What follows belongs to an exercise in optimizing a design on an open flow for small area and a short achievable clock period; a production flow would make more cautious choices.
Where RTL was checked, it was by simulation tests only, not by an equivalence proof against the original.
No functional check of the RTL was part of run 1.
Power is estimated from default activity; no workload was simulated.

[flow/flow/run.sh]
#!/bin/bash
# Layout flow: the standard flow (standard.sh) with two changes.
# 1. Synthesis maps the combinational logic with flow/abc_map.script instead of
#    ORFS's abc_speed.script, which restructures the XOR networks into much
#    larger logic. Everything else in synthesis, including the flip-flop
#    mapping, is the standard synthesis (flow/abc_synth.tcl wraps it).
# 2. The port buffers are buf_2 cells rather than the default delay buffers.
# Each tool's output goes to a log file in this folder (synth.log, layout.log)
# besides ORFS's own logs under orfs/logs.
set -euo pipefail
here=$(pwd)
export FLOW_ABC_SCRIPT=$here/flow/abc_map.script
export FLOW_STD_SYNTH=$here/synth_recipe.tcl
extra=(BUFFER_PORTS_ARGS="-buffer_cell sky130_fd_sc_hd__buf_2")
[[ -f flow/params.sh ]] && source flow/params.sh
# same make command as standard.sh, with our synthesis script, for synthesis only
sed -e "s#SYNTH_SCRIPT=[^ ]*#SYNTH_SCRIPT=$here/flow/abc_synth.tcl#" standard.sh > synth_only.sh
bash synth_only.sh synth "${extra[@]}" > synth.log 2>&1
# the rest of the standard flow reuses that synthesis
bash standard.sh finish "${extra[@]}" > layout.log 2>&1
[flow/flow/abc_synth.tcl]
# The standard flow's synthesis script, but with the combinational logic mapped by
# abc_map.script instead of ORFS's abc_speed.script. Everything else,
# including the flip-flop mapping, is the standard synthesis.
proc abc {args} {
  set i [lsearch -exact $args -script]
  if { $i >= 0 } {
    lset args [expr { $i + 1 }] $::env(FLOW_ABC_SCRIPT)
  }
  yosys abc {*}$args
}
source $::env(FLOW_STD_SYNTH)
[flow/config.mk]
export PLATFORM = sky130hd
export DESIGN_NAME = lw_cv_rx
export DESIGN_NICKNAME = lw_cv_rx
export VERILOG_FILES = /design/flow/design.v
export SDC_FILE = /design/flow/constraint.sdc
export NUM_CORES = 4
export LEC_CHECK = 0
export CAP_MARGIN = 20
export CORE_MARGIN = 2
export CORE_UTILIZATION = 30
export PLACE_DENSITY = 0.5
export SLEW_MARGIN = 20
[flow/constraint.sdc]
create_clock -name core_clock -period 33.0 [get_ports {clk}]
set_input_delay 6.6000 -clock core_clock [delete_from_list [all_inputs] [get_ports {clk}]]
set_output_delay 6.6000 -clock core_clock [all_outputs]
set_load 0.01 [all_outputs]
[flow/flow/abc_map.script]
strash
dch
map -D 4000
topo
buffer -c
stime -c
upsize -c
dnsize -c
[flow/standard.sh]
#!/bin/bash
# synth_recipe.tcl (not shown) runs the flow's synth.tcl, then flattens the netlist and writes it again
# the make line also repeats each setting of config.mk as NAME=value (left out here)
make -C /OpenROAD-flow-scripts/flow DESIGN_CONFIG=/design/flow/config.mk WORK_HOME=/design/flow/orfs CLKGATE_MAP_FILE= SYNTH_SCRIPT=/design/flow/synth_recipe.tcl "${@:-finish}"
[flow/design.v]
module lw_cv_rx (
    input  wire        clk,
    input  wire        rst,
    input  wire [1:0]  cfg_poly,
    input  wire        cfg_refin,
    input  wire        cfg_refout,
    input  wire        cfg_xorout,
    input  wire        cfg_init,
    input  wire        cfg_order,
    input  wire [7:0]  cfg_skip,
    input  wire        in_valid,
    input  wire        in_sop,
    input  wire        in_eop,
    input  wire        in_disc,
    input  wire [3:0]  in_nbytes,
    input  wire [63:0] in_data,
    input  wire        cnt_clr,
    output reg         cv_valid,
    output reg  [1:0]  cv_res,
    output reg  [31:0] cv_last,
    output reg  [31:0] cv_units,
    output reg  [15:0] cv_fail,
    output reg  [15:0] cv_short
);
    localparam [1:0] CHK_NONE = 2'd0;
    localparam [1:0] CHK_OK   = 2'd1;
    localparam [1:0] CHK_BAD  = 2'd2;
    function [31:0] sinit;
        input [1:0] poly;
        input [3:0] d;
        begin
            case ({poly, d})
                6'd0: sinit = 32'h46AF6449;
                6'd1: sinit = 32'h339FDE2F;
                6'd2: sinit = 32'h68B932F5;
                6'd3: sinit = 32'h955A6162;
                6'd4: sinit = 32'hF50B27F7;
                6'd5: sinit = 32'hC2A1038C;
                6'd6: sinit = 32'h7535D075;
                6'd7: sinit = 32'h1727635B;
                6'd8: sinit = 32'hD61C3A65;
                6'd16: sinit = 32'h2A26F826;
                6'd17: sinit = 32'hAAD955D3;
                6'd18: sinit = 32'h12647B10;
                6'd19: sinit = 32'h11FFA28F;
                6'd20: sinit = 32'h48081204;
                6'd21: sinit = 32'h043379AF;
                6'd22: sinit = 32'h6BC65337;
                6'd23: sinit = 32'hFDDCB433;
                6'd24: sinit = 32'hF931DF69;
                6'd32: sinit = 32'h000084CF;
                6'd33: sinit = 32'h00002D71;
                6'd34: sinit = 32'h00005437;
                6'd35: sinit = 32'h0000DA3E;
                6'd36: sinit = 32'h0000F125;
                6'd37: sinit = 32'h00008DB1;
                6'd38: sinit = 32'h0000988F;
                6'd39: sinit = 32'h00006965;
                6'd40: sinit = 32'h0000C921;
                6'd48: sinit = 32'h00000048;
                6'd49: sinit = 32'h00000018;
                6'd50: sinit = 32'h00000069;
                6'd51: sinit = 32'h000000A0;
                6'd52: sinit = 32'h000000E2;
                6'd53: sinit = 32'h00000095;
                6'd54: sinit = 32'h00000084;
                6'd55: sinit = 32'h000000EE;
                6'd56: sinit = 32'h00000022;
                default: sinit = 32'h0;
            endcase
        end
    endfunction
    function [7:0] rev8;
        input [7:0] b;
        integer q;
        begin
            for (q = 0; q < 8; q = q + 1) rev8[q] = b[7-q];
        end
    endfunction
    reg [1:0]  poly_q;
    reg        refin_q, refout_q, xorout_q, init_q, order_q;
    reg [7:0]  skip_q;           
    reg [95:0] xv_q;             
    reg [31:0] hist_q;           
    reg [2:0]  cnt_q;            
    wire [1:0] poly_e   = in_sop ? cfg_poly   : poly_q;
    wire       refin_e  = in_sop ? cfg_refin  : refin_q;
    wire       init_e   = in_sop ? cfg_init   : init_q;
    wire [7:0] skip_e   = in_sop ? cfg_skip   : skip_q;
    wire [2:0] cnt_e    = in_sop ? 3'd0       : cnt_q;
    wire [95:0] xv = xv_q;
    wire [31:0] s_r0;
    wire [31:0] s_r1;
    wire [15:0] s_r2;
    wire [7:0]  s_r3;
    wire [356:0] xs;     
    assign xs[0] = xv[40] ^ xv[69];
    assign xs[1] = xv[47] ^ xv[56];
    assign xs[2] = xv[48] ^ xv[57];
    assign xs[3] = xv[41] ^ xv[63];
    assign xs[4] = xv[42] ^ xv[71];
    assign xs[5] = xv[38] ^ xv[60];
    assign xs[6] = xv[82] ^ xv[83];
    assign xs[7] = xv[32] ^ xv[77];
    assign xs[8] = xv[34] ^ xv[70];
    assign xs[9] = xv[36] ^ xv[65];
    assign xs[10] = xv[37] ^ xv[45];
    assign xs[11] = xv[61] ^ xv[79];
    assign xs[12] = xv[33] ^ xv[68];
    assign xs[13] = xv[50] ^ xv[59];
    assign xs[14] = xv[39] ^ xv[64];
    assign xs[15] = xv[44] ^ xv[73];
    assign xs[16] = xv[46] ^ xv[55];
    assign xs[17] = xv[49] ^ xv[58];
    assign xs[18] = xv[54] ^ xv[74];
    assign xs[19] = xv[84] ^ xv[92];
    assign xs[20] = xv[52] ^ xv[72];
    assign xs[21] = xv[66] ^ xv[67];
    assign xs[22] = xv[35] ^ xv[53];
    assign xs[23] = xv[43] ^ xv[78];
    assign xs[24] = xv[86] ^ xv[91];
    assign xs[25] = xv[62] ^ xv[80];
    assign xs[26] = xv[75] ^ xv[76];
    assign xs[27] = xv[85] ^ xv[90];
    assign xs[28] = xv[51] ^ xv[81];
    assign xs[29] = xv[88] ^ xv[93];
    assign xs[30] = xv[89] ^ xv[94];
    assign xs[31] = xv[87] ^ xs[19];
    assign xs[32] = xs[0] ^ xs[12];
    assign xs[33] = xv[95] ^ xs[6];
    assign xs[34] = xs[2] ^ xs[7];
    assign xs[35] = xs[11] ^ xs[21];
    assign xs[36] = xs[1] ^ xs[9];
    assign xs[37] = xs[3] ^ xs[13];
    assign xs[38] = xs[4] ^ xs[5];
    assign xs[39] = xv[83] ^ xv[84];
    assign xs[40] = xv[38] ^ xs[17];
    assign xs[41] = xv[95] ^ xs[27];
    assign xs[42] = xs[8] ^ xs[14];
    assign xs[43] = xv[20] ^ xv[24];
    assign xs[44] = xv[21] ^ xv[25];
    assign xs[45] = xv[22] ^ xv[26];
    assign xs[46] = xv[31] ^ xv[68];
    assign xs[47] = xv[33] ^ xv[94];
    assign xs[48] = xv[36] ^ xv[53];
    assign xs[49] = xv[39] ^ xv[77];
    assign xs[50] = xv[41] ^ xv[71];
    assign xs[51] = xv[51] ^ xv[67];
    assign xs[52] = xv[58] ^ xv[61];
    assign xs[53] = xv[32] ^ xs[10];
    assign xs[54] = xv[40] ^ xs[23];
    assign xs[55] = xv[43] ^ xs[16];
    assign xs[56] = xv[60] ^ xs[25];
    assign xs[57] = xv[79] ^ xs[15];
    assign xs[58] = xv[35] ^ xv[57];
    assign xs[59] = xv[42] ^ xv[72];
    assign xs[60] = xv[56] ^ xv[59];
    assign xs[61] = xv[62] ^ xv[81];
    assign xs[62] = xv[63] ^ xv[80];
    assign xs[63] = xv[87] ^ xv[92];
    assign xs[64] = xv[37] ^ xs[0];
    assign xs[65] = xv[66] ^ xs[22];
    assign xs[66] = xv[75] ^ xs[18];
    assign xs[67] = xv[78] ^ xs[16];
    assign xs[68] = xv[23] ^ xv[30];
    assign xs[69] = xv[35] ^ xv[64];
    assign xs[70] = xv[38] ^ xv[70];
    assign xs[71] = xv[50] ^ xv[76];
    assign xs[72] = xv[29] ^ xs[10];
    assign xs[73] = xv[34] ^ xs[29];
    assign xs[74] = xv[37] ^ xs[2];
    assign xs[75] = xv[46] ^ xs[20];
    assign xs[76] = xv[59] ^ xs[1];
    assign xs[77] = xv[73] ^ xs[8];
    assign xs[78] = xv[82] ^ xs[28];
    assign xs[79] = xs[3] ^ xs[4];
    assign xs[80] = xs[24] ^ xs[26];
    assign xs[81] = xv[12] ^ xv[54];
    assign xs[82] = xv[16] ^ xv[44];
    assign xs[83] = xv[27] ^ xv[43];
    assign xs[84] = xv[28] ^ xv[39];
    assign xs[85] = xv[32] ^ xv[52];
    assign xs[86] = xv[45] ^ xv[48];
    assign xs[87] = xv[47] ^ xv[61];
    assign xs[88] = xv[56] ^ xv[70];
    assign xs[89] = xv[58] ^ xv[69];
    assign xs[90] = xv[65] ^ xv[81];
    assign xs[91] = xv[85] ^ xv[94];
    assign xs[92] = xv[89] ^ xv[90];
    assign xs[93] = xv[35] ^ xs[14];
    assign xs[94] = xv[55] ^ xs[9];
    assign xs[95] = xv[55] ^ xs[30];
    assign xs[96] = xv[63] ^ xs[7];
    assign xs[97] = xv[64] ^ xs[18];
    assign xs[98] = xv[68] ^ xs[17];
    assign xs[99] = xv[74] ^ xs[24];
    assign xs[100] = xv[76] ^ xs[11];
    assign xs[101] = xv[88] ^ xs[6];
    assign xs[102] = xv[52] ^ xs[55];
    assign xs[103] = xv[60] ^ xs[34];
    assign xs[104] = xs[5] ^ xs[33];
    assign xs[105] = xs[12] ^ xs[35];
    assign xs[106] = xv[14] ^ xv[51];
    assign xs[107] = xv[18] ^ xv[62];
    assign xs[108] = xv[36] ^ xv[73];
    assign xs[109] = xv[37] ^ xv[57];
    assign xs[110] = xv[40] ^ xv[54];
    assign xs[111] = xv[44] ^ xv[49];
    assign xs[112] = xv[51] ^ xv[95];
    assign xs[113] = xv[65] ^ xv[72];
    assign xs[114] = xv[71] ^ xv[91];
    assign xs[115] = xv[11] ^ xs[22];
    assign xs[116] = xv[17] ^ xs[44];
    assign xs[117] = xv[41] ^ xs[2];
    assign xs[118] = xv[42] ^ xs[10];
    assign xs[119] = xv[47] ^ xs[26];
    assign xs[120] = xv[66] ^ xs[20];
    assign xs[121] = xv[71] ^ xs[63];
    assign xs[122] = xv[87] ^ xs[39];
    assign xs[123] = xv[93] ^ xs[15];
    assign xs[124] = xs[21] ^ xs[23];
    assign xs[125] = xs[22] ^ xs[28];
    assign xs[126] = xs[43] ^ xs[46];
    assign xs[127] = xv[40] ^ xs[31];
    assign xs[128] = xv[77] ^ xs[42];
    assign xs[129] = xv[78] ^ xs[99];
    assign xs[130] = xv[84] ^ xs[37];
    assign xs[131] = xs[27] ^ xs[32];
    assign xs[132] = xs[30] ^ xs[36];
    assign xs[133] = xs[38] ^ xs[45];
    assign xs[134] = xv[15] ^ xv[19];
    assign xs[135] = xv[19] ^ xv[45];
    assign xs[136] = xv[25] ^ xv[36];
    assign xs[137] = xv[30] ^ xv[74];
    assign xs[138] = xv[33] ^ xv[46];
    assign xs[139] = xv[33] ^ xv[89];
    assign xs[140] = xv[34] ^ xv[74];
    assign xs[141] = xv[37] ^ xv[52];
    assign xs[142] = xv[44] ^ xv[82];
    assign xs[143] = xv[48] ^ xv[68];
    assign xs[144] = xv[53] ^ xv[65];
    assign xs[145] = xv[54] ^ xv[64];
    assign xs[146] = xv[77] ^ xv[80];
    assign xs[147] = xv[4] ^ xs[20];
    assign xs[148] = xv[7] ^ xs[16];
    assign xs[149] = xv[8] ^ xs[1];
    assign xs[150] = xv[9] ^ xs[4];
    assign xs[151] = xv[23] ^ xs[81];
    assign xs[152] = xv[24] ^ xs[13];
    assign xs[153] = xv[26] ^ xs[58];
    assign xs[154] = xv[27] ^ xs[8];
    assign xs[155] = xv[34] ^ xs[5];
    assign xs[156] = xv[38] ^ xs[47];
    assign xs[157] = xv[42] ^ xs[25];
    assign xs[158] = xv[49] ^ xs[29];
    assign xs[159] = xv[53] ^ xs[14];
    assign xs[160] = xv[56] ^ xs[17];
    assign xs[161] = xv[57] ^ xs[25];
    assign xs[162] = xv[58] ^ xs[15];
    assign xs[163] = xv[59] ^ xs[3];
    assign xs[164] = xv[60] ^ xs[0];
    assign xs[165] = xv[66] ^ xs[89];
    assign xs[166] = xv[67] ^ xs[5];
    assign xs[167] = xv[73] ^ xs[19];
    assign xs[168] = xv[76] ^ xs[70];
    assign xs[169] = xv[78] ^ xs[11];
    assign xs[170] = xv[79] ^ xs[62];
    assign xs[171] = xv[85] ^ xs[61];
    assign xs[172] = xv[86] ^ xs[30];
    assign xs[173] = xv[91] ^ xs[27];
    assign xs[174] = xv[93] ^ xs[18];
    assign xs[175] = xs[2] ^ xs[6];
    assign xs[176] = xs[6] ^ xs[9];
    assign xs[177] = xs[7] ^ xs[50];
    assign xs[178] = xs[10] ^ xs[59];
    assign xs[179] = xs[14] ^ xs[52];
    assign xs[180] = xs[18] ^ xs[91];
    assign xs[181] = xs[43] ^ xs[51];
    assign xs[182] = xs[47] ^ xs[60];
    assign xs[183] = xv[10] ^ xs[53];
    assign xs[184] = xv[62] ^ xs[67];
    assign xs[185] = xv[65] ^ xs[54];
    assign xs[186] = xv[67] ^ xs[56];
    assign xs[187] = xv[90] ^ xs[31];
    assign xs[188] = xv[93] ^ xs[33];
    assign xs[189] = xs[1] ^ xs[65];
    assign xs[190] = xs[11] ^ xs[76];
    assign xs[191] = xs[13] ^ xs[120];
    assign xs[192] = xs[23] ^ xs[75];
    assign xs[193] = xs[28] ^ xs[31];
    assign xs[194] = xs[34] ^ xs[64];
    assign xs[195] = xs[35] ^ xs[54];
    assign xs[196] = xs[40] ^ xs[41];
    assign xs[197] = xs[42] ^ xs[82];
    assign xs[198] = xs[78] ^ xs[121];
    assign xs[199] = xv[29] ^ xs[133];
    assign xs[200] = xv[0] ^ xv[79];
    assign xs[201] = xv[1] ^ xv[69];
    assign xs[202] = xv[2] ^ xv[41];
    assign xs[203] = xv[2] ^ xv[46];
    assign xs[204] = xv[3] ^ xv[46];
    assign xs[205] = xv[6] ^ xv[41];
    assign xs[206] = xv[8] ^ xv[70];
    assign xs[207] = xv[14] ^ xv[67];
    assign xs[208] = xv[15] ^ xv[48];
    assign xs[209] = xv[17] ^ xv[21];
    assign xs[210] = xv[20] ^ xv[57];
    assign xs[211] = xv[23] ^ xv[47];
    assign xs[212] = xv[24] ^ xv[63];
    assign xs[213] = xv[28] ^ xv[59];
    assign xs[214] = xv[31] ^ xv[69];
    assign xs[215] = xv[38] ^ xv[53];
    assign xs[216] = xv[39] ^ xv[75];
    assign xs[217] = xv[39] ^ xv[76];
    assign xs[218] = xv[41] ^ xv[88];
    assign xs[219] = xv[43] ^ xv[62];
    assign xs[220] = xv[43] ^ xv[68];
    assign xs[221] = xv[46] ^ xv[95];
    assign xs[222] = xv[49] ^ xv[75];
    assign xs[223] = xv[52] ^ xv[54];
    assign xs[224] = xv[56] ^ xv[64];
    assign xs[225] = xv[61] ^ xv[69];
    assign xs[226] = xv[70] ^ xv[92];
    assign xs[227] = xv[72] ^ xv[74];
    assign xs[228] = xv[72] ^ xv[89];
    assign xs[229] = xv[77] ^ xv[79];
    assign xs[230] = xv[85] ^ xv[87];
    assign xs[231] = xv[88] ^ xv[94];
    assign xs[232] = xv[16] ^ xs[44];
    assign xs[233] = xv[18] ^ xs[1];
    assign xs[234] = xv[28] ^ xs[9];
    assign xs[235] = xv[32] ^ xs[86];
    assign xs[236] = xv[33] ^ xs[8];
    assign xs[237] = xv[43] ^ xs[110];
    assign xs[238] = xv[44] ^ xs[52];
    assign xs[239] = xv[45] ^ xs[15];
    assign xs[240] = xv[45] ^ xs[69];
    assign xs[241] = xv[48] ^ xs[4];
    assign xs[242] = xv[50] ^ xs[8];
    assign xs[243] = xv[51] ^ xs[21];
    assign xs[244] = xv[52] ^ xs[46];
    assign xs[245] = xv[53] ^ xs[0];
    assign xs[246] = xv[54] ^ xs[17];
    assign xs[247] = xv[55] ^ xs[48];
    assign xs[248] = xv[60] ^ xs[3];
    assign xs[249] = xv[64] ^ xs[7];
    assign xs[250] = xv[66] ^ xs[107];
    assign xs[251] = xv[69] ^ xs[12];
    assign xs[252] = xv[71] ^ xs[85];
    assign xs[253] = xv[74] ^ xs[20];
    assign xs[254] = xv[75] ^ xs[0];
    assign xs[255] = xv[76] ^ xs[49];
    assign xs[256] = xv[78] ^ xs[0];
    assign xs[257] = xv[80] ^ xs[5];
    assign xs[258] = xv[81] ^ xs[21];
    assign xs[259] = xv[82] ^ xs[114];
    assign xs[260] = xv[83] ^ xs[25];
    assign xs[261] = xv[83] ^ xs[26];
    assign xs[262] = xv[86] ^ xs[14];
    assign xs[263] = xv[87] ^ xs[92];
    assign xs[264] = xs[2] ^ xs[48];
    assign xs[265] = xs[4] ^ xs[24];
    assign xs[266] = xs[10] ^ xs[13];
    assign xs[267] = xs[12] ^ xs[223];
    assign xs[268] = xs[15] ^ xs[58];
    assign xs[269] = xs[16] ^ xs[17];
    assign xs[270] = xs[16] ^ xs[90];
    assign xs[271] = xs[19] ^ xs[111];
    assign xs[272] = xs[20] ^ xs[90];
    assign xs[273] = xs[22] ^ xs[26];
    assign xs[274] = xs[24] ^ xs[71];
    assign xs[275] = xs[26] ^ xs[88];
    assign xs[276] = xs[29] ^ xs[39];
    assign xs[277] = xs[50] ^ xs[146];
    assign xs[278] = xs[68] ^ xs[106];
    assign xs[279] = xs[68] ^ xs[135];
    assign xs[280] = xs[69] ^ xs[143];
    assign xs[281] = xs[71] ^ xs[203];
    assign xs[282] = xv[5] ^ xs[32];
    assign xs[283] = xv[6] ^ xs[66];
    assign xs[284] = xv[13] ^ xs[93];
    assign xs[285] = xv[26] ^ xs[77];
    assign xs[286] = xv[27] ^ xs[79];
    assign xs[287] = xv[28] ^ xs[162];
    assign xs[288] = xv[30] ^ xs[67];
    assign xs[289] = xv[35] ^ xs[57];
    assign xs[290] = xv[39] ^ xs[56];
    assign xs[291] = xv[47] ^ xs[37];
    assign xs[292] = xv[50] ^ xs[172];
    assign xs[293] = xv[58] ^ xs[95];
    assign xs[294] = xv[61] ^ xs[153];
    assign xs[295] = xv[65] ^ xs[100];
    assign xs[296] = xv[79] ^ xs[124];
    assign xs[297] = xv[80] ^ xs[80];
    assign xs[298] = xv[81] ^ xs[80];
    assign xs[299] = xv[91] ^ xs[180];
    assign xs[300] = xs[3] ^ xs[40];
    assign xs[301] = xs[6] ^ xs[95];
    assign xs[302] = xs[8] ^ xs[36];
    assign xs[303] = xs[13] ^ xs[38];
    assign xs[304] = xs[15] ^ xs[72];
    assign xs[305] = xs[23] ^ xs[94];
    assign xs[306] = xs[27] ^ xs[31];
    assign xs[307] = xs[32] ^ xs[176];
    assign xs[308] = xs[33] ^ xs[73];
    assign xs[309] = xs[36] ^ xs[97];
    assign xs[310] = xs[36] ^ xs[278];
    assign xs[311] = xs[37] ^ xs[275];
    assign xs[312] = xs[38] ^ xs[88];
    assign xs[313] = xs[41] ^ xs[179];
    assign xs[314] = xs[45] ^ xs[243];
    assign xs[315] = xs[48] ^ xs[53];
    assign xs[316] = xs[49] ^ xs[79];
    assign xs[317] = xs[50] ^ xs[123];
    assign xs[318] = xs[53] ^ xs[125];
    assign xs[319] = xs[55] ^ xs[97];
    assign xs[320] = xs[56] ^ xs[98];
    assign xs[321] = xs[57] ^ xs[117];
    assign xs[322] = xs[57] ^ xs[273];
    assign xs[323] = xs[61] ^ xs[73];
    assign xs[324] = xs[63] ^ xs[157];
    assign xs[325] = xs[68] ^ xs[148];
    assign xs[326] = xs[72] ^ xs[136];
    assign xs[327] = xs[74] ^ xs[134];
    assign xs[328] = xs[74] ^ xs[174];
    assign xs[329] = xs[75] ^ xs[101];
    assign xs[330] = xs[77] ^ xs[87];
    assign xs[331] = xs[80] ^ xs[109];
    assign xs[332] = xs[83] ^ xs[149];
    assign xs[333] = xs[84] ^ xs[152];
    assign xs[334] = xs[96] ^ xs[112];
    assign xs[335] = xs[98] ^ xs[166];
    assign xs[336] = xs[115] ^ xs[151];
    assign xs[337] = xs[116] ^ xs[213];
    assign xs[338] = xs[118] ^ xs[246];
    assign xs[339] = xs[119] ^ xs[126];
    assign xs[340] = xs[169] ^ xs[262];
    assign xs[341] = xs[170] ^ xs[274];
    assign xs[342] = xs[181] ^ xs[227];
    assign xs[343] = xs[210] ^ xs[252];
    assign xs[344] = xs[228] ^ xs[266];
    assign xs[345] = xv[84] ^ xs[195];
    assign xs[346] = xs[23] ^ xs[130];
    assign xs[347] = xs[32] ^ xs[184];
    assign xs[348] = xs[40] ^ xs[105];
    assign xs[349] = xs[47] ^ xs[191];
    assign xs[350] = xs[64] ^ xs[189];
    assign xs[351] = xs[102] ^ xs[307];
    assign xs[352] = xs[103] ^ xs[167];
    assign xs[353] = xs[156] ^ xs[188];
    assign xs[354] = xs[158] ^ xs[330];
    assign xs[355] = xs[182] ^ xs[198];
    assign xs[356] = xs[196] ^ xs[328];
    assign s_r0[0] = (((xs[34] ^ xs[41]) ^ (xs[100] ^ xs[165])) ^ (((xv[93] ^ xs[3]) ^ (xs[5] ^ xs[142])) ^ ((xs[224] ^ (xv[0] ^ xv[86])) ^ xs[324])));
    assign s_r0[1] = (((xs[173] ^ xs[182]) ^ (xs[235] ^ (xs[90] ^ xs[111]))) ^ (((xs[201] ^ xs[217]) ^ (xs[218] ^ xs[226])) ^ (xs[104] ^ xs[296])));
    assign s_r0[2] = ((((xv[67] ^ xv[89]) ^ xs[42]) ^ (xs[122] ^ xs[235])) ^ ((xs[281] ^ (xs[114] ^ (xv[56] ^ xv[62]))) ^ (xs[131] ^ xs[300])));
    assign s_r0[3] = ((xs[291] ^ (xs[265] ^ (xv[88] ^ xs[19]))) ^ (((xs[58] ^ xs[113]) ^ (xs[204] ^ (xv[49] ^ xv[51]))) ^ (xs[128] ^ xs[131])));
    assign s_r0[4] = (((xs[147] ^ xs[259]) ^ (xs[268] ^ (xv[38] ^ xs[11]))) ^ (((xs[25] ^ xs[71]) ^ xs[302]) ^ (xs[334] ^ (xs[92] ^ xs[54]))));
    assign s_r0[5] = ((((xv[5] ^ xv[33]) ^ xs[38]) ^ ((xv[56] ^ xs[20]) ^ (xs[108] ^ xs[217]))) ^ (((xs[225] ^ xs[230]) ^ xs[129]) ^ (xs[188] ^ xs[318])));
    assign s_r0[6] = (((xs[77] ^ xs[156]) ^ ((xv[86] ^ xs[11]) ^ (xs[48] ^ xs[49]))) ^ (((xs[109] ^ xs[219]) ^ xs[127]) ^ (xs[283] ^ xs[329])));
    assign s_r0[7] = ((((xv[55] ^ xs[4]) ^ (xs[92] ^ (xv[7] ^ xv[34]))) ^ xs[350]) ^ (xs[352] ^ (xs[340] ^ (xs[66] ^ xs[101]))));
    assign s_r0[8] = (((xs[96] ^ xs[124]) ^ (xs[164] ^ xs[271])) ^ (((xs[24] ^ xs[59]) ^ (xs[69] ^ xs[139])) ^ ((xs[206] ^ xs[33]) ^ (xs[66] ^ xs[94]))));
    assign s_r0[9] = (((xs[224] ^ xs[242]) ^ (xs[261] ^ (xv[9] ^ xs[10]))) ^ ((xs[105] ^ xs[305]) ^ (xs[306] ^ xs[317])));
    assign s_r0[10] = (((xs[248] ^ xs[259]) ^ (xs[280] ^ (xs[51] ^ xs[52]))) ^ (((xs[113] ^ xs[140]) ^ (xs[221] ^ xs[231])) ^ (xs[183] ^ xs[187])));
    assign s_r0[11] = (((xs[163] ^ xs[263]) ^ ((xv[11] ^ xs[12]) ^ xs[103])) ^ ((xs[289] ^ xs[297]) ^ (xs[329] ^ (xs[17] ^ xs[36]))));
    assign s_r0[12] = (((xs[57] ^ xs[171]) ^ ((xv[49] ^ xs[1]) ^ (xs[139] ^ (xv[12] ^ xv[38])))) ^ ((xs[129] ^ xs[130]) ^ (xs[308] ^ xs[315])));
    assign s_r0[13] = (((xs[155] ^ xs[170]) ^ (xs[175] ^ (xv[51] ^ xs[138]))) ^ ((xs[284] ^ xs[292]) ^ (xs[306] ^ (xs[66] ^ xs[118]))));
    assign s_r0[14] = (((xs[73] ^ xs[93]) ^ (xs[122] ^ (xs[9] ^ xs[28]))) ^ (((xs[87] ^ (xv[14] ^ xv[40])) ^ xs[102]) ^ (xs[196] ^ xs[297])));
    assign s_r0[15] = (((xs[65] ^ xs[171]) ^ (xs[255] ^ (xs[13] ^ xs[24]))) ^ (((xs[141] ^ xs[142]) ^ (xs[208] ^ xs[218])) ^ (xs[127] ^ xs[132])));
    assign s_r0[16] = ((xs[315] ^ (xs[100] ^ xs[160])) ^ ((xs[256] ^ xs[260]) ^ ((xs[51] ^ xs[82]) ^ (xs[145] ^ (xv[88] ^ xv[89])))));
    assign s_r0[17] = ((xs[130] ^ (xs[229] ^ xs[161])) ^ ((xs[267] ^ xs[270]) ^ ((xv[17] ^ xs[10]) ^ (xs[70] ^ xs[92]))));
    assign s_r0[18] = (((xs[38] ^ xs[67]) ^ (xs[78] ^ xs[159])) ^ ((xs[165] ^ xs[173]) ^ (xs[233] ^ (xv[34] ^ xs[62]))));
    assign s_r0[19] = ((xs[190] ^ ((xv[19] ^ xv[67]) ^ xs[93])) ^ ((xs[175] ^ xs[237]) ^ (xs[272] ^ (xs[24] ^ xs[226]))));
    assign s_r0[20] = ((xs[317] ^ xs[320]) ^ ((xs[94] ^ xs[175]) ^ ((xv[66] ^ (xv[20] ^ xv[53])) ^ xs[127])));
    assign s_r0[21] = (((xv[21] ^ xs[225]) ^ (xs[37] ^ xs[160])) ^ ((xs[178] ^ xs[180]) ^ (xs[258] ^ xs[276])));
    assign s_r0[22] = (((xs[35] ^ xs[55]) ^ (xs[123] ^ (xv[80] ^ xs[7]))) ^ (((xs[30] ^ xs[89]) ^ (xs[143] ^ (xv[22] ^ xv[51]))) ^ (xs[187] ^ xs[311])));
    assign s_r0[23] = (((xs[231] ^ xs[163]) ^ ((xv[70] ^ xs[85]) ^ (xs[86] ^ xs[211]))) ^ (xs[348] ^ (xs[129] ^ xs[198])));
    assign s_r0[24] = (((xs[152] ^ xs[159]) ^ (xs[241] ^ xs[251])) ^ (((xs[63] ^ xs[222]) ^ xs[186]) ^ (xs[308] ^ ((xv[79] ^ xv[89]) ^ xs[75]))));
    assign s_r0[25] = (((xs[125] ^ xs[164]) ^ ((xv[90] ^ xs[30]) ^ (xs[39] ^ xs[62]))) ^ (((xs[71] ^ xs[113]) ^ (xs[220] ^ (xv[25] ^ xv[54]))) ^ xs[354]));
    assign s_r0[26] = ((xs[341] ^ (xs[153] ^ xs[174])) ^ (((xs[85] ^ xs[108]) ^ xs[193]) ^ (xs[293] ^ xs[312])));
    assign s_r0[27] = (((xs[146] ^ xs[247]) ^ (xs[253] ^ (xv[75] ^ xs[29]))) ^ (xs[355] ^ ((xs[83] ^ xs[109]) ^ xs[313])));
    assign s_r0[28] = ((xs[331] ^ ((xv[78] ^ xs[20]) ^ (xs[30] ^ xs[60]))) ^ (((xs[110] ^ xs[144]) ^ xs[104]) ^ (xs[287] ^ xs[323])));
    assign s_r0[29] = (((xs[65] ^ xs[100]) ^ (xs[163] ^ (xs[18] ^ xs[49]))) ^ ((((xv[29] ^ xv[45]) ^ (xv[57] ^ xv[73])) ^ xs[104]) ^ (xs[187] ^ xs[293])));
    assign s_r0[30] = ((xs[313] ^ (xs[66] ^ xs[276])) ^ (((xv[91] ^ xs[60]) ^ ((xv[36] ^ xv[40]) ^ (xv[42] ^ xv[77]))) ^ (xs[186] ^ xs[288])));
    assign s_r0[31] = ((xs[331] ^ (xs[95] ^ xs[171])) ^ ((xs[248] ^ (xs[19] ^ xs[46])) ^ (xs[185] ^ xs[190])));
    assign s_r1[0] = (((xs[37] ^ xs[247]) ^ (xs[260] ^ (xv[44] ^ xs[91]))) ^ (((xs[200] ^ xs[216]) ^ xs[129]) ^ (xs[194] ^ xs[335])));
    assign s_r1[1] = ((xs[340] ^ ((xv[1] ^ xv[95]) ^ xs[32])) ^ ((xs[257] ^ xs[193]) ^ (xs[311] ^ xs[338])));
    assign s_r1[2] = (((xs[78] ^ xs[161]) ^ ((xs[0] ^ xs[29]) ^ (xs[202] ^ xs[230]))) ^ ((xs[102] ^ xs[128]) ^ (xs[295] ^ xs[303])));
    assign s_r1[3] = (((xs[101] ^ xs[172]) ^ (xs[238] ^ (xs[20] ^ xs[28]))) ^ ((xs[185] ^ xs[189]) ^ (xs[316] ^ ((xv[3] ^ xv[70]) ^ xs[56]))));
    assign s_r1[4] = (((xs[239] ^ xs[263]) ^ (xs[264] ^ (xv[59] ^ xs[61]))) ^ (xs[345] ^ ((xs[145] ^ xs[33]) ^ (xs[79] ^ xs[147]))));
    assign s_r1[5] = (((xs[98] ^ xs[101]) ^ (xs[173] ^ xs[178])) ^ (((xs[3] ^ xs[144]) ^ xs[186]) ^ (xs[319] ^ ((xv[5] ^ xv[84]) ^ xs[57]))));
    assign s_r1[6] = (((xs[205] ^ xs[159]) ^ xs[352]) ^ (((xv[46] ^ xs[61]) ^ xs[132]) ^ (xs[195] ^ xs[338])));
    assign s_r1[7] = (((xs[142] ^ xs[148]) ^ xs[356]) ^ ((xs[157] ^ xs[105]) ^ (xs[185] ^ xs[291])));
    assign s_r1[8] = (((xs[48] ^ xs[140]) ^ ((xv[57] ^ xv[66]) ^ xs[54])) ^ ((xs[118] ^ xs[149]) ^ (xs[249] ^ (xv[85] ^ xs[28]))));
    assign s_r1[9] = ((xs[299] ^ ((xv[9] ^ xv[49]) ^ xs[96])) ^ (xs[351] ^ ((xs[13] ^ xs[22]) ^ xs[290])));
    assign s_r1[10] = (((xs[34] ^ xs[42]) ^ (xs[76] ^ (xs[19] ^ xs[25]))) ^ (xs[348] ^ ((xs[28] ^ (xv[10] ^ xv[95])) ^ xs[299])));
    assign s_r1[11] = ((((xv[44] ^ xv[79]) ^ (xv[81] ^ xv[91])) ^ (xs[115] ^ xs[177])) ^ (((xv[92] ^ xs[9]) ^ (xs[140] ^ xs[141])) ^ xs[353]));
    assign s_r1[12] = (((xs[216] ^ (xv[34] ^ xv[36])) ^ ((xv[78] ^ xv[80]) ^ xs[65])) ^ ((xs[178] ^ (xs[19] ^ xs[81])) ^ xs[353]));
    assign s_r1[13] = (((xs[123] ^ (xv[69] ^ xs[18])) ^ xs[346]) ^ (((xs[22] ^ xs[221]) ^ xs[298]) ^ (xs[320] ^ ((xv[13] ^ xv[34]) ^ xs[34]))));
    assign s_r1[14] = (((xs[207] ^ xs[117]) ^ (xs[168] ^ (xs[6] ^ xs[12]))) ^ (((xs[14] ^ xs[24]) ^ (xs[87] ^ xs[110])) ^ (xs[318] ^ xs[324])));
    assign s_r1[15] = ((xs[323] ^ (xs[31] ^ xs[40])) ^ (xs[351] ^ ((xv[54] ^ xs[208]) ^ xs[316])));
    assign s_r1[16] = (((xs[158] ^ (xv[85] ^ xs[59])) ^ xs[346]) ^ (xs[350] ^ (xs[197] ^ xs[301])));
    assign s_r1[17] = (((xs[41] ^ xs[237]) ^ (xs[240] ^ (xv[17] ^ xs[9]))) ^ (((xs[39] ^ xs[51]) ^ xs[292]) ^ (xs[312] ^ xs[321])));
    assign s_r1[18] = (((xs[35] ^ xs[122]) ^ (xs[254] ^ (xs[86] ^ xs[107]))) ^ (((xs[144] ^ (xv[90] ^ xv[94])) ^ xs[192]) ^ (xs[303] ^ xs[334])));
    assign s_r1[19] = ((((xv[88] ^ xs[39]) ^ (xs[52] ^ xs[70])) ^ xs[349]) ^ (((xs[108] ^ xs[112]) ^ xs[194]) ^ (xs[319] ^ ((xv[19] ^ xv[86]) ^ xs[119]))));
    assign s_r1[20] = ((xs[343] ^ (xs[112] ^ xs[32])) ^ ((xs[77] ^ xs[122]) ^ (xs[132] ^ xs[341])));
    assign s_r1[21] = (((xs[65] ^ xs[74]) ^ (xs[236] ^ xs[253])) ^ ((xs[277] ^ (xv[88] ^ xs[89])) ^ (xs[193] ^ ((xv[21] ^ xv[64]) ^ xs[41]))));
    assign s_r1[22] = (((xs[242] ^ xs[272]) ^ ((xs[18] ^ xs[29]) ^ xs[194])) ^ ((xs[289] ^ xs[290]) ^ (xs[301] ^ ((xv[22] ^ xv[68]) ^ xs[79]))));
    assign s_r1[23] = (((xs[93] ^ xs[265]) ^ ((xs[15] ^ xs[88]) ^ (xs[219] ^ (xv[23] ^ xv[84])))) ^ ((xs[103] ^ xs[105]) ^ (xs[344] ^ (xs[41] ^ xs[78]))));
    assign s_r1[24] = (((xs[176] ^ xs[239]) ^ ((xv[61] ^ xs[17]) ^ (xs[51] ^ xs[212]))) ^ ((xs[131] ^ xs[192]) ^ ((xs[99] ^ xs[121]) ^ (xs[155] ^ xs[161]))));
    assign s_r1[25] = (((xs[257] ^ xs[258]) ^ xs[354]) ^ (((xs[20] ^ xs[91]) ^ xs[127]) ^ ((xs[136] ^ xs[34]) ^ (xs[67] ^ xs[240]))));
    assign s_r1[26] = (((xs[76] ^ xs[254]) ^ (xs[270] ^ (xs[7] ^ xs[15]))) ^ (((xs[29] ^ xs[62]) ^ (xs[114] ^ xs[139])) ^ (xs[104] ^ xs[294])));
    assign s_r1[27] = (((xs[249] ^ xs[271]) ^ ((xs[1] ^ xs[62]) ^ (xs[215] ^ (xv[55] ^ xv[82])))) ^ ((xs[131] ^ xs[298]) ^ (xs[344] ^ (xs[35] ^ xs[154]))));
    assign s_r1[28] = (((xs[97] ^ xs[234]) ^ (xs[269] ^ (xs[8] ^ (xv[40] ^ xv[63])))) ^ (xs[355] ^ (xs[322] ^ ((xv[90] ^ xv[93]) ^ xs[53]))));
    assign s_r1[29] = (((xs[277] ^ (xv[91] ^ xs[16])) ^ xs[349]) ^ (((xs[26] ^ xs[58]) ^ xs[104]) ^ (xs[309] ^ (xs[72] ^ xs[73]))));
    assign s_r1[30] = (((xs[167] ^ xs[261]) ^ ((xv[95] ^ xs[21]) ^ (xs[49] ^ xs[52]))) ^ ((xs[132] ^ xs[288]) ^ ((xs[59] ^ xs[74]) ^ (xs[125] ^ xs[155]))));
    assign s_r1[31] = (((xs[244] ^ xs[255]) ^ xs[345]) ^ (xs[356] ^ ((xv[82] ^ xs[108]) ^ ((xv[35] ^ xv[62]) ^ xs[76]))));
    assign s_r2[0] = (((xs[83] ^ xs[200]) ^ xs[342]) ^ ((xs[40] ^ xs[234]) ^ (xs[280] ^ (xs[4] ^ xs[82]))));
    assign s_r2[1] = ((xs[191] ^ xs[304]) ^ ((xs[222] ^ xs[116]) ^ ((xs[9] ^ xs[84]) ^ (xs[201] ^ xs[220]))));
    assign s_r2[2] = ((xs[304] ^ xs[314]) ^ (((xv[18] ^ xv[70]) ^ xs[245]) ^ (xs[281] ^ (xs[5] ^ xs[137]))));
    assign s_r2[3] = (((xs[70] ^ xs[87]) ^ (xs[204] ^ xs[66])) ^ ((xs[244] ^ xs[279]) ^ ((xv[27] ^ xs[49]) ^ (xs[50] ^ xs[51]))));
    assign s_r2[4] = ((xs[184] ^ xs[339]) ^ ((xs[147] ^ xs[241]) ^ (xs[245] ^ (xv[32] ^ xs[84]))));
    assign s_r2[5] = (((xs[181] ^ xs[232]) ^ ((xv[29] ^ xs[7]) ^ xs[282])) ^ ((xs[286] ^ xs[287]) ^ (xs[309] ^ (xs[22] ^ xs[168]))));
    assign s_r2[6] = (((xs[251] ^ (xv[30] ^ xs[4])) ^ (xs[128] ^ xs[283])) ^ ((xs[305] ^ xs[337]) ^ ((xs[45] ^ xs[72]) ^ (xs[117] ^ xs[120]))));
    assign s_r2[7] = (((xs[154] ^ xs[160]) ^ xs[199]) ^ (((xs[113] ^ (xv[18] ^ xv[31])) ^ xs[322]) ^ (xs[325] ^ (xs[64] ^ xs[124]))));
    assign s_r2[8] = (((xs[168] ^ xs[177]) ^ (xs[268] ^ xs[279])) ^ (((xs[18] ^ xs[46]) ^ xs[332]) ^ (xs[333] ^ ((xv[36] ^ xv[72]) ^ xs[35]))));
    assign s_r2[9] = (((xs[150] ^ xs[162]) ^ xs[347]) ^ (((xs[84] ^ (xv[31] ^ xv[75])) ^ xs[103]) ^ (xs[326] ^ xs[342])));
    assign s_r2[10] = (((xs[32] ^ (xv[29] ^ xs[26])) ^ ((xs[44] ^ xs[137]) ^ xs[183])) ^ ((xs[190] ^ xs[192]) ^ (xs[285] ^ xs[300])));
    assign s_r2[11] = ((((xv[27] ^ xv[62]) ^ xs[115]) ^ (xs[119] ^ (xs[13] ^ xs[137]))) ^ (((xs[138] ^ xs[214]) ^ xs[128]) ^ (xs[133] ^ xs[321])));
    assign s_r2[12] = ((xs[339] ^ ((xv[40] ^ xv[45]) ^ xs[96])) ^ ((xs[151] ^ xs[166]) ^ (xs[169] ^ xs[197])));
    assign s_r2[13] = ((xs[295] ^ (xs[116] ^ xs[177])) ^ (xs[347] ^ ((xv[24] ^ xs[86]) ^ xs[284])));
    assign s_r2[14] = ((xs[302] ^ ((xv[14] ^ xv[25]) ^ xs[250])) ^ ((xs[256] ^ (xv[49] ^ xs[3])) ^ ((xs[45] ^ xs[59]) ^ (xs[138] ^ xs[229]))));
    assign s_r2[15] = ((xs[296] ^ xs[327]) ^ ((xs[211] ^ (xv[50] ^ xs[69])) ^ (xs[285] ^ xs[286])));
    assign s_r3[0] = ((((xv[16] ^ xv[62]) ^ xs[126]) ^ (xs[179] ^ xs[264])) ^ (xs[199] ^ ((xs[106] ^ (xv[0] ^ xv[15])) ^ xs[332])));
    assign s_r3[1] = ((((xv[63] ^ xs[85]) ^ (xs[111] ^ xs[145])) ^ xs[199]) ^ ((((xv[1] ^ xv[8]) ^ (xv[9] ^ xv[53])) ^ xs[310]) ^ (xs[337] ^ (xs[64] ^ xs[126]))));
    assign s_r3[2] = (((xs[165] ^ xs[232]) ^ (xs[267] ^ (xv[55] ^ xs[107]))) ^ (((xs[202] ^ xs[206]) ^ xs[183]) ^ (xs[310] ^ ((xv[20] ^ xv[50]) ^ xs[150]))));
    assign s_r3[3] = (((xs[236] ^ (xv[11] ^ xs[60])) ^ ((xs[209] ^ xs[212]) ^ (xs[214] ^ xs[215]))) ^ ((xs[102] ^ xs[314]) ^ (xs[327] ^ ((xv[3] ^ xv[10]) ^ xs[150]))));
    assign s_r3[4] = ((xs[343] ^ ((xv[22] ^ xv[25]) ^ xs[233])) ^ (((xs[83] ^ (xv[4] ^ xv[10])) ^ xs[197]) ^ (xs[335] ^ xs[336])));
    assign s_r3[5] = ((((xv[13] ^ xv[26]) ^ xs[94]) ^ (xs[238] ^ (xv[71] ^ xs[2]))) ^ (((xs[135] ^ xs[209]) ^ xs[282]) ^ (xs[333] ^ xs[336])));
    assign s_r3[6] = (((xs[154] ^ xs[164]) ^ (xs[250] ^ xs[269])) ^ (((xs[43] ^ xs[60]) ^ (xs[81] ^ xs[106])) ^ ((xs[205] ^ (xv[13] ^ xv[22])) ^ xs[326])));
    assign s_r3[7] = ((((xv[13] ^ xv[28]) ^ xs[37]) ^ (xs[38] ^ (xv[70] ^ xs[1]))) ^ (((xs[44] ^ xs[134]) ^ (xs[141] ^ xs[207])) ^ (xs[294] ^ xs[325])));
    reg  [31:0] s_cur;
    reg  [2:0]  w_bytes;
    reg  [31:0] wmask;
    always @* begin
        case (poly_q)
            2'd0:    begin s_cur = s_r0;           w_bytes = 3'd4; wmask = 32'hFFFF_FFFF; end
            2'd1:    begin s_cur = s_r1;           w_bytes = 3'd4; wmask = 32'hFFFF_FFFF; end
            2'd2:    begin s_cur = {16'h0, s_r2};  w_bytes = 3'd2; wmask = 32'h0000_FFFF; end
            default: begin s_cur = {24'h0, s_r3};  w_bytes = 3'd1; wmask = 32'h0000_00FF; end
        endcase
    end
    wire       skip_big = (skip_e > {4'd0, in_nbytes});
    wire [3:0] dskip    = skip_big ? in_nbytes : skip_e[3:0];
    wire [3:0] kcnt     = in_nbytes - dskip;
    wire [7:0] skip_nx  = skip_big ? skip_e - {4'd0, in_nbytes} : 8'd0;
    wire [3:0] cnt_sum  = {1'b0, cnt_e} + kcnt;
    wire [2:0] cnt_nx   = (cnt_sum > 4'd4) ? 3'd4 : cnt_sum[2:0];
    wire       use_init = in_sop | (skip_q != 8'd0);
    wire       skip_all = use_init & ((skip_e[7:4] != 4'd0) | (skip_e[3:0] >= in_nbytes));
    wire [31:0] s_e     = use_init ? (init_e ? sinit(poly_e, {1'b0, skip_e[2:0]}) : 32'h0) : s_cur;
    wire [31:0] s_0     = init_e ? sinit(poly_e, 4'd0) : 32'h0;
    reg  [63:0] bdat;
    integer j;
    always @* begin
        for (j = 0; j < 8; j = j + 1)
            bdat[63-8*j -: 8] = (skip_e > j) ? 8'h00 :
                                (refin_e ? rev8(in_data[8*j +: 8]) : in_data[8*j +: 8]);
    end
    wire [2:0]  sh      = {in_nbytes[2] ^ (in_nbytes[1] | in_nbytes[0]),
                           in_nbytes[1] ^ in_nbytes[0], in_nbytes[0]};
    wire [95:0] xv_sh   = {s_e, bdat} >> {sh, 3'b000};
    wire [95:0] xv_nx   = skip_all ? {64'h0, s_0} : xv_sh;
    wire [31:0] hist_nx;
    assign hist_nx[7:0]   = xv_sh[7:0];
    assign hist_nx[15:8]  = (in_nbytes[3:1] != 3'd0) ? xv_sh[15:8] : hist_q[7:0];
    assign hist_nx[23:16] = (in_nbytes[3:2] != 2'd0 || in_nbytes[1:0] == 2'd3) ? xv_sh[23:16] :
                            in_nbytes[1] ? hist_q[7:0] : hist_q[15:8];
    assign hist_nx[31:24] = (in_nbytes[3:2] != 2'd0) ? xv_sh[31:24] :
                            (in_nbytes[1:0] == 2'd3) ? hist_q[7:0] :
                            in_nbytes[1] ? hist_q[15:8] : hist_q[23:16];
    reg  [2:0]  w_e;
    always @* begin
        case (poly_e)
            2'd0, 2'd1: w_e = 3'd4;
            2'd2:       w_e = 3'd2;
            default:    w_e = 3'd1;
        endcase
    end
    wire [3:0] cnt_all = {1'b0, cnt_e} + in_nbytes;
    wire [3:0] skip_w  = {1'b0, skip_e[2:0]} + {1'b0, w_e};
    wire is_short = (skip_e == 8'd0) ? (cnt_all < {1'b0, w_e}) :
                    ((skip_e[7:3] != 5'd0) | (in_nbytes < skip_w));
    wire [31:0] rbytes = hist_q & wmask;
    wire [7:0]  h0 = refin_q ? rev8(hist_q[7:0])   : hist_q[7:0];
    wire [7:0]  h1 = refin_q ? rev8(hist_q[15:8])  : hist_q[15:8];
    wire [7:0]  h2 = refin_q ? rev8(hist_q[23:16]) : hist_q[23:16];
    wire [7:0]  h3 = refin_q ? rev8(hist_q[31:24]) : hist_q[31:24];
    reg  [31:0] rxval;
    always @* begin
        case (w_bytes)
            3'd4:    rxval = order_q ? {h3, h2, h1, h0} : {h0, h1, h2, h3};
            3'd2:    rxval = order_q ? {16'h0, h1, h0}  : {16'h0, h0, h1};
            default: rxval = {24'h0, h0};
        endcase
    end
    function [31:0] reflw;
        input [31:0] v;
        input [2:0]  wb;
        input        en;
        integer q;
        begin
            if (en) begin
                reflw = 32'h0;
                case (wb)
                    3'd4:    for (q = 0; q < 32; q = q + 1) reflw[q] = v[31-q];
                    3'd2:    for (q = 0; q < 16; q = q + 1) reflw[q] = v[15-q];
                    default: for (q = 0; q < 8;  q = q + 1) reflw[q] = v[7-q];
                endcase
            end else begin
                reflw = v;
            end
        end
    endfunction
    wire [31:0] xm = xorout_q ? wmask : 32'h0;
    wire [31:0] fin = reflw(s_cur ^ rbytes, w_bytes, refout_q) ^ xm;
    wire [31:0] tgt = rbytes ^ reflw(rxval ^ xm, w_bytes, refout_q);
    wire        is_ok = (s_cur == tgt);
    wire unit_end = in_valid & in_eop;
    always @(posedge clk) begin
        if (in_valid) begin
            if (in_sop) begin
                poly_q   <= cfg_poly;
                refin_q  <= cfg_refin;
                refout_q <= cfg_refout;
                xorout_q <= cfg_xorout;
                init_q   <= cfg_init;
                order_q  <= cfg_order;
            end
            skip_q <= skip_nx;
            cnt_q  <= cnt_nx;
            xv_q   <= xv_nx;
            hist_q <= hist_nx;
        end
    end
    reg         chk_q;           
    reg  [1:0]  res_q;           
    reg  [31:0] last_q;          
    reg  [15:0] fail_q;          
    wire [15:0] fail_inc = (fail_q == 16'hFFFF) ? fail_q : fail_q + 16'd1;
    always @* begin
        cv_res  = chk_q ? (is_ok ? CHK_OK : CHK_BAD) : res_q;
        cv_last = chk_q ? fin : last_q;
        cv_fail = (chk_q & ~is_ok) ? fail_inc : fail_q;
    end
    wire        short_ev  = unit_end & ~in_disc & is_short;
    wire [31:0] units_inc = cv_units + 32'd1;
    wire [15:0] short_inc = (cv_short == 16'hFFFF) ? cv_short : cv_short + 16'd1;
    wire [15:0] short_d   = cnt_clr ? {15'd0, short_ev} : short_inc;
    always @(posedge clk) begin
        if (rst | unit_end)
            cv_units <= units_inc & {32{~rst}};
        if (rst | cnt_clr | short_ev)
            cv_short <= short_d & {16{~rst}};
    end
    always @(posedge clk) begin
        if (rst) begin
            cv_valid <= 1'b0;
            chk_q    <= 1'b0;
            res_q    <= CHK_NONE;
            last_q   <= 32'h0;
            fail_q   <= 16'h0;
        end else begin
            cv_valid <= unit_end;
            chk_q    <= unit_end & ~in_disc & ~is_short;
            res_q    <= unit_end ? (in_disc ? CHK_NONE : CHK_BAD) : cv_res;
            last_q   <= cv_last;
            fail_q   <= cnt_clr ? 16'h0 : cv_fail;
        end
    end
endmodule
==> impl_metrics.py, run 1 <==
metrics = {
    "outcome": {
        "status": "finished clean",
    },
    "global_route": {
        "grt_max_degree": 97,
        "grt_pass1_vias": 28000,
        "grt_pass1_wl_microns": 236000,
        "antenna_found_initial": 9,
        "grt_usage_pct": 31.9,
        "gr-total-overflow": 0,
    },
    "timing": {
        "worst_pin_slew_ps": 1310,
        "fin_tns_setup_ps": 0,
        "rsz0062_at_grt": "false",
        "finalHoldViolCount": 0,
        "min_period_ps": 13210,
        "clock_skew_ps": 71.0,
        "final_max_slew_viol_count": 0,
        "slew_headroom_pct": 12.6,
        "finalSetupViolations": 0,
        "fmaxAchievable_ghz": 0.0757,
        "fin_crit_sh_pct": 40.0,
        "timing.hold.ws_ps": 465,
    },
    "route": {
        "via_per_inst": 5.33,
        "first_pass_iters": 6,
        "drc": 0,
        "drt_wl_total_microns": 175000,
        "avgRoutedWirePerCell_microns": 31.0,
        "ant_nets": 0,
        "drtIter0Drc": 3706,
        "vias": 30100,
    },
    "final_layout": {
        "drive_gt1_share_pct": 11.1,
        "fin_util_pct": 33.4,
        "areaGrowthSynthToFinish_pct": 10.8,
        "mostFrequentLayoutCell": "xor2_1",
        "final_nets": 4361,
        "final_cell_mix": "xor2_1 (643), nand2_1 (597), xnor2_1 (525)",
    },
    "clock_network": {
        "cts_root_buf": "clkbuf_16",
        "cts_tree": "done",
        "numCtsBuffers": 30,
        "cts_htree_levels": 1,
        "clk_pin_slew_ps": 60,
        "clk_latency_ps": 640,
        "cts_hold_buf": 0,
        "cts_resized": 0,
        "clock_sinks": 246,
        "cts_setup_buffers": 0,
        "cts_buffer_depth": 3,
    },
    "power_and_ir_drop": {
        "switchingPower_mw": 0.971,
        "vdd.ir_drop.worst_v": 0.0000426,
        "pwr-share-comb_pct": 61.2,
        "p_seq_share_pct": 20.9,
        "p_leak_nw": 13.9,
        "sw_frac_of_total_pct": 51.9,
        "pwr-share-clk_pct": 18.0,
        "p_int_mw": 0.899,
        "p_per_area_nw_per_um2": 54.3,
    },
    "synth": {
        "synthTopCellsByArea": "edfxtp_1 (19%), xor2_1 (18%), xnor2_1 (15%)",
        "syn-cell-area_sq_um": 31100,
        "yosysWarnings": 1,
        "ys_seq_elements": 246,
        "avgSynthCellArea_sq_um": 7.47,
        "synth_top_area_share_pct": 18.7,
        "synth_enable_flop_cells": 194,
        "yosysSeqAreaShare_pct": 22.1,
        "ys_types": 78,
        "syn_inst": 4160,
        "synth_flop_cell": "edfxtp_1",
        "yosysTopAreaCell": "edfxtp_1",
        "synthArstFlopShare_pct": 0,
        "synth_nets": 4286,
    },
    "floorplanning": {
        "core_area_sq_um": 103000,
        "row_count": 118,
        "initial_utilization_pct": 30.1,
        "die-area_sq_um": 106000,
        "die_y_microns": 326,
        "io_pins": 189,
        "fp.dieW_microns": 326,
    },
    "worst_setup_path": {
        "worstPathRequired_ps": 26400,
        "worstPathArrival_ps": 6610,
        "path_max_fanout": 10,
        "r2r_slack_ps": 26510,
        "critPathCaptureType": "output pin",
        "r2r_cells": 18,
        "critPathLaunchType": "flop",
        "crit_type": "reg -> out",
    },
    "min_path": {
        "hp-class": "reg -> reg",
        "hold_depth": 2,
    },
    "flow_run": {
        "cap_violations": 0,
    },
    "place": {
        "hpwl_microns": 144000,
        "place_congestion": 1.08,
        "io_buffers": 188,
    },
}
-- state kept, by name, indices dropped and copies added (netlist names), 2 cells and up --
name      cells
last_q       32
res_q         2
skip_q        8
poly_q        2
cv_short     16
cnt_q         3
fail_q       16
hist_q       32
cv_units     32
xv_q         96
-- per-layer routing --
| layer | vias up | GRT usage [%] | share of wire [%] | wire, microns |
|---|---|---|---|---|
| met3 | 280 | 6.38 | 9.0 | 15700 |
| met4 | 6 | 13.8 | 5.1 | 8870 |
| met2 | 1537 | 46.4 | 41 | 72200 |
| met5 | - | 0 | 0.021 | 37 |
| met1 | 14500 | 45.3 | 45 | 78000 |
| li1 | 13800 | - | - | - |
-- final cells by class --
type                       count  area (sq um)
fill                       11300         68800
multi-input combinational   3348         22000
sequential                   246          6870
tap                         1380          1730
timing repair buffer         264          1520
inverter                     345          1300
clock buffer                  42           852
clock inverter                14           129
antenna                        3          7.51
-- through the flow --
step	cell area, sq um	setup slack [ps]	cells	power [mW]
after floorplan	31100	22610	4160	1.06
after global placement	33400	20200	5583	1.51
after detailed placement	33400	20440	5583	1.50
after CTS	34400	19820	5639	1.84
after global routing	34400	19730	5639	1.93
final	34400	19790	5642	1.87
-- path summary, 6_finish.rpt --
| check | from | end |
|---|---|---|
| setup / recovery | xv_q[53]$_SDFFCE_PP0P_ | cv_fail[12] |
| hold / removal | res_q[0]$_SDFF_PP0_ | res_q[0]$_SDFF_PP0_ |
| setup reg to reg | xv_q[53]$_SDFFCE_PP0P_ | xv_q[29]$_DFFE_PP_ |
| hold reg to reg | res_q[0]$_SDFF_PP0_ | res_q[0]$_SDFF_PP0_ |
-- power groups by stage --
stage,combinational (mW),sequential (mW),clock (mW)
after floorplan,0.683,0.376,0
after global placement,1.12,0.395,0
after detailed placement,1.11,0.395,0
after CTS,1.11,0.389,0.343
after global routing,1.19,0.391,0.353
final,1.14,0.390,0.336
-- cells by family (layout without fill, tap and decap cells) --
logic type | count (synthesis) | after routing | synth area share [%]
adder cells (fa/ha/maj) | 36 | 36 | 1.59
buffers and inverters | 566 | 665 | 7.29
AO/OA/AOI/OAI | 816 | 816 | 15.4
AND/OR/NAND/NOR | 1268 | 1268 | 17.3
flip-flops | 246 | 246 | 22.1
multiplexers | 9 | 9 | 0.290
XOR/XNOR | 1219 | 1219 | 36.0
other | 0 | 3 | 0
-- cells in the mapped netlist (52+ instances only) --
master,n
a211oi_1,69
a21oi_1,216
clkbuf_1,138
dfxtp_1,52
edfxtp_1,194
inv_1,307
nand2_1,598
nand3_1,76
nor2_1,400
nor3_1,60
o21ai_0,303
o22ai_1,67
xnor2_1,526
xor2_1,644
-- worst max-delay path: stages (launching register included) --
cell	delay, ps
edfxtp_1	860
inv_2	250
nand2_1	170
nand2_4	180
xor2_2	550
xor2_1	340
xor2_1	210
xor2_1	240
a21oi_1	90
o21ai_0	170
o2111ai_1	190
o21ai_1	490
xor2_1	590
xor2_1	160
nor2_1	130
nand4_1	80
or4_4	600
nand2_8	150
nor3_1	60
inv_1	80
nor3_1	60
a21oi_1	150
buf_2	150
==> run 2, diff against run 1 <==
--- a/flow/design.v
+++ b/flow/design.v
@@ -570,13 +570,17 @@
     wire [2:0]  sh      = {in_nbytes[2] ^ (in_nbytes[1] | in_nbytes[0]),
                            in_nbytes[1] ^ in_nbytes[0], in_nbytes[0]};
     wire [95:0] xv_sh   = {s_e, bdat} >> {sh, 3'b000};
-    wire [95:0] xv_nx   = skip_all ? {64'h0, s_0} : xv_sh;
+    wire [95:0] xv_nx   = ~in_valid ? {64'h0, s_cur} :
+                          skip_all  ? {64'h0, s_0}   : xv_sh;
     wire [31:0] hist_nx;
-    assign hist_nx[7:0]   = xv_sh[7:0];
-    assign hist_nx[15:8]  = (in_nbytes[3:1] != 3'd0) ? xv_sh[15:8] : hist_q[7:0];
-    assign hist_nx[23:16] = (in_nbytes[3:2] != 2'd0 || in_nbytes[1:0] == 2'd3) ? xv_sh[23:16] :
+    assign hist_nx[7:0]   = ~in_valid ? hist_q[7:0] : xv_sh[7:0];
+    assign hist_nx[15:8]  = ~in_valid ? hist_q[15:8] :
+                            (in_nbytes[3:1] != 3'd0) ? xv_sh[15:8] : hist_q[7:0];
+    assign hist_nx[23:16] = ~in_valid ? hist_q[23:16] :
+                            (in_nbytes[3:2] != 2'd0 || in_nbytes[1:0] == 2'd3) ? xv_sh[23:16] :
                             in_nbytes[1] ? hist_q[7:0] : hist_q[15:8];
-    assign hist_nx[31:24] = (in_nbytes[3:2] != 2'd0) ? xv_sh[31:24] :
+    assign hist_nx[31:24] = ~in_valid ? hist_q[31:24] :
+                            (in_nbytes[3:2] != 2'd0) ? xv_sh[31:24] :
                             (in_nbytes[1:0] == 2'd3) ? hist_q[7:0] :
                             in_nbytes[1] ? hist_q[15:8] : hist_q[23:16];
     reg  [2:0]  w_e;
@@ -639,9 +643,9 @@
             end
             skip_q <= skip_nx;
             cnt_q  <= cnt_nx;
-            xv_q   <= xv_nx;
-            hist_q <= hist_nx;
         end
+        xv_q   <= xv_nx;
+        hist_q <= hist_nx;
     end
     reg         chk_q;           
     reg  [1:0]  res_q;           
==> flow/flow/params.sh (new file) <==
extra+=(SETUP_SLACK_MARGIN=21.3)
==> impl_metrics.py, run 2 <==
metrics = {
    "outcome": {
        "status": "finished clean",
    },
    "floorplanning": {
        "die-area_sq_um": 103000,
        "io_pins": 189,
        "core_area_sq_um": 99700,
        "initial_utilization_pct": 30.1,
        "fp.dieW_microns": 321,
        "die_y_microns": 321,
        "row_count": 116,
    },
    "clock_network": {
        "clk_pin_slew_ps": 60,
        "clk_latency_ps": 630,
        "cts_htree_levels": 1,
        "numCtsBuffers": 31,
        "clock_sinks": 246,
        "cts_buffer_depth": 3,
        "cts_root_buf": "clkbuf_16",
        "cts_tree": "done",
    },
    "worst_setup_path": {
        "r2r_slack_ps": 27580,
        "critPathCaptureType": "output pin",
        "critPathLaunchType": "flop",
        "worstPathArrival_ps": 5150,
        "r2r_cells": 18,
        "path_max_fanout": 6,
        "crit_type": "reg -> out",
        "worstPathRequired_ps": 26400,
    },
    "timing": {
        "finalSetupViolations": 0,
        "slew_headroom_pct": 24.0,
        "min_period_ps": 11750,
        "worst_pin_slew_ps": 1130,
        "clock_skew_ps": 50.4,
        "fmaxAchievable_ghz": 0.0851,
        "fin_crit_sh_pct": 35.6,
        "rsz0062_at_grt": "false",
        "finalHoldViolCount": 0,
        "fin_tns_setup_ps": 0,
        "timing.hold.ws_ps": 469,
        "final_max_slew_viol_count": 0,
    },
    "power_and_ir_drop": {
        "vdd.ir_drop.worst_v": 0.0000450,
        "p_total_mw": 1.44,
        "p_leak_nw": 14.4,
        "p_per_area_nw_per_um2": 39.5,
    },
    "final_layout": {
        "fin_area_sq_um": 36500,
        "areaGrowthSynthToFinish_pct": 21.4,
        "mostFrequentLayoutCell": "nand2_1",
        "diodes": 0,
        "seq_area_sq_um": 6030,
        "final_cell_mix": "nand2_1 (562), xor2_1 (521), xnor2_1 (501)",
        "regMostFlops": "xv_q",
        "multi_input_area_sq_um": 24200,
        "drive_gt1_share_pct": 18.4,
        "fillCellCount": 10700,
        "final_nets": 4485,
        "largest_register_ff_count": 96,
    },
    "flow_run": {
        "cap_violations": 0,
    },
    "global_route": {
        "grt_usage_pct": 31.2,
        "antenna_found_initial": 1,
        "grt_pass1_wl_microns": 226000,
        "gr-total-overflow": 0,
        "grt_max_degree": 99,
        "grt_pass1_vias": 28300,
    },
    "place": {
        "place_congestion": 1.10,
        "io_buffers": 188,
        "place_area_sq_um": 32300,
        "hpwl_microns": 134000,
    },
    "synth": {
        "synthTopCellsByArea": "xor2_1 (19%), xnor2_1 (16%), dfxtp_1 (9.9%)",
        "ys_seq_elements": 246,
        "synthArstFlopShare_pct": 0,
        "yosysSeqAreaShare_pct": 19.6,
        "synth_flop_cell": "dfxtp_1",
        "yosysWarnings": 1,
        "syn_inst": 4206,
        "ys_top_cells_by_count": "xor2_1 (635), nand2_1 (607), xnor2_1 (545)",
        "syn-cell-area_sq_um": 30100,
        "avgSynthCellArea_sq_um": 7.15,
        "yosysTopAreaCell": "xor2_1",
        "synth_nets": 4332,
        "synth_most_common_cell": "xor2_1",
        "synth_enable_flop_cells": 98,
        "synth_top_area_share_pct": 18.5,
        "ys_types": 68,
    },
    "route": {
        "vias": 30900,
        "drc": 0,
        "via_per_inst": 5.44,
        "ant_nets": 0,
        "drtIter0Drc": 3984,
        "drt_wl_total_microns": 166000,
        "first_pass_iters": 6,
        "avgRoutedWirePerCell_microns": 29.2,
    },
    "min_path": {
        "hold_depth": 2,
        "hp-class": "reg -> reg",
    },
}
[run 2: cell types whose count changed after synthesis, moves of 11 or more]
cell      delta
dfxtp_1     +96
o22ai_1     +12
inv_1       +41
clkbuf_1    +12
a21oi_1     -12
o21ai_0     +12
xnor2_1     +19
nor3_1      -17
nor2_1      -11
nand2_4     -11
edfxtp_1    -96
[run 2: timing repair]
action | CTS | global route
pin swaps | 16 | 36
setup endpoints to repair | 91 | 73
hold buffers | 0 | 0
buffers inserted | 23 | 55
gates cloned | 1 | 2
gates resized for setup | 253 | 185
[run 2: per-layer routing]
layer	part of all wire, %	GRT usage, %	vias to the layer above	routed length (microns)
met5	0.0066	0	-	11
met4	6.3	15.6	2	10400
met3	9.2	4.93	387	15200
met2	41	45.8	1813	68400
met1	43	43.9	14800	72000
li1	-	-	13900	-
[run 2: report_power, final]
part | leakage (nW) | switching (mW) | internal [mW]
clock network | 0.480 | 0.148 | 0.192
registers | 2.25 | 0.0351 | 0.338
logic | 11.7 | 0.489 | 0.241
[run 2: path summary, 6_finish.rpt]
check / start / end
setup / recovery: xv_q[71]$_SDFF_PP0_ / cv_fail[7]
hold / removal: res_q[0]$_SDFF_PP0_ / res_q[0]$_SDFF_PP0_
setup reg to reg: poly_q[0]$_DFFE_PP_ / hist_q[29]$_DFFE_PP_
hold reg to reg: res_q[0]$_SDFF_PP0_ / res_q[0]$_SDFF_PP0_
[run 2: metrics by stage]
step / cells / setup WS, ps / util (%)
after floorplan: 4206 / 22560 / -
after global placement: 5541 / 20180 / 32.4
after detailed placement: 5542 / 20220 / 32.4
after CTS: 5623 / 21300 / 35.0
after global routing: 5681 / 21250 / 36.6
final: 5681 / 21250 / 36.6
[run 2: final cells by class]
| cell class | count | area share [%] |
|---|---|---|
| Timing Repair inverter | 2 | 0.0343 |
| Sequential cell | 246 | 16.5 |
| Timing Repair Buffer | 342 | 6.07 |
| Clock buffer | 47 | 2.43 |
| Tap cell | 1298 | 4.45 |
| Multi-Input combinational cell | 3366 | 66.3 |
| Clock inverter | 10 | 0.237 |
| Inverter | 370 | 3.94 |
[run 2: cell families after synthesis]
group | Yosys count | share of synthesized area, %
multiplexers | 19 | 0.633
flip-flops | 246 | 19.6
buffers and inverters | 595 | 7.70
AO/OA/AOI/OAI | 854 | 16.8
AND/OR/NAND/NOR | 1246 | 17.3
XOR/XNOR | 1210 | 36.3
adder cells (fa/ha/maj) | 36 | 1.65
[run 2: worst max-delay path, stage by stage, from the launching register on]
cell	delay, ps
dfxtp_2	460
inv_1	200
nand2_1	110
nand2_1	400
xnor2_1	520
xnor2_1	310
xor2_1	210
xor2_1	480
o221ai_2	440
xor2_1	260
nand4_1	150
nor2_1	80
nand3_4	160
nand2_8	100
nor4_1	260
xor2_1	240
buf_2	170

## separate check: timing with driven ports
Ports are ideal in the flow. The routed layouts listed here were re-timed in OpenROAD.
Step 1: set_driving_cell puts a clkbuf_16 on clk and a buf_2 on each other input, an assumption about the parent block.
Step 2 moves the port delays by t, midway between the first and last clock arrival at a register: inputs arrive t later, outputs are due t later. That takes back most of the time a late clock gives input paths.
Slacks: ideal / step 1 / step 2; pairs: ideal / step 1.
| run | t (ns) | setup WS [ns] | worst register clock-pin slew, ns | worst data-port slew with drivers (ns) |
|---|---|---|---|---|
| run 1 | 0.674 | 19.794 / 19.726 / 20.400 | 0.07 / 0.07 | 0.06 |
| run 2 | 0.668 | 21.252 / 21.185 / 20.946 | 0.09 / 0.09 | 0.06 |
After both steps setup and hold are still met in every run listed. For run 2, which loses most, drivers alone change the setup slack by -0.067 ns; drivers and shift together by -0.306 ns.
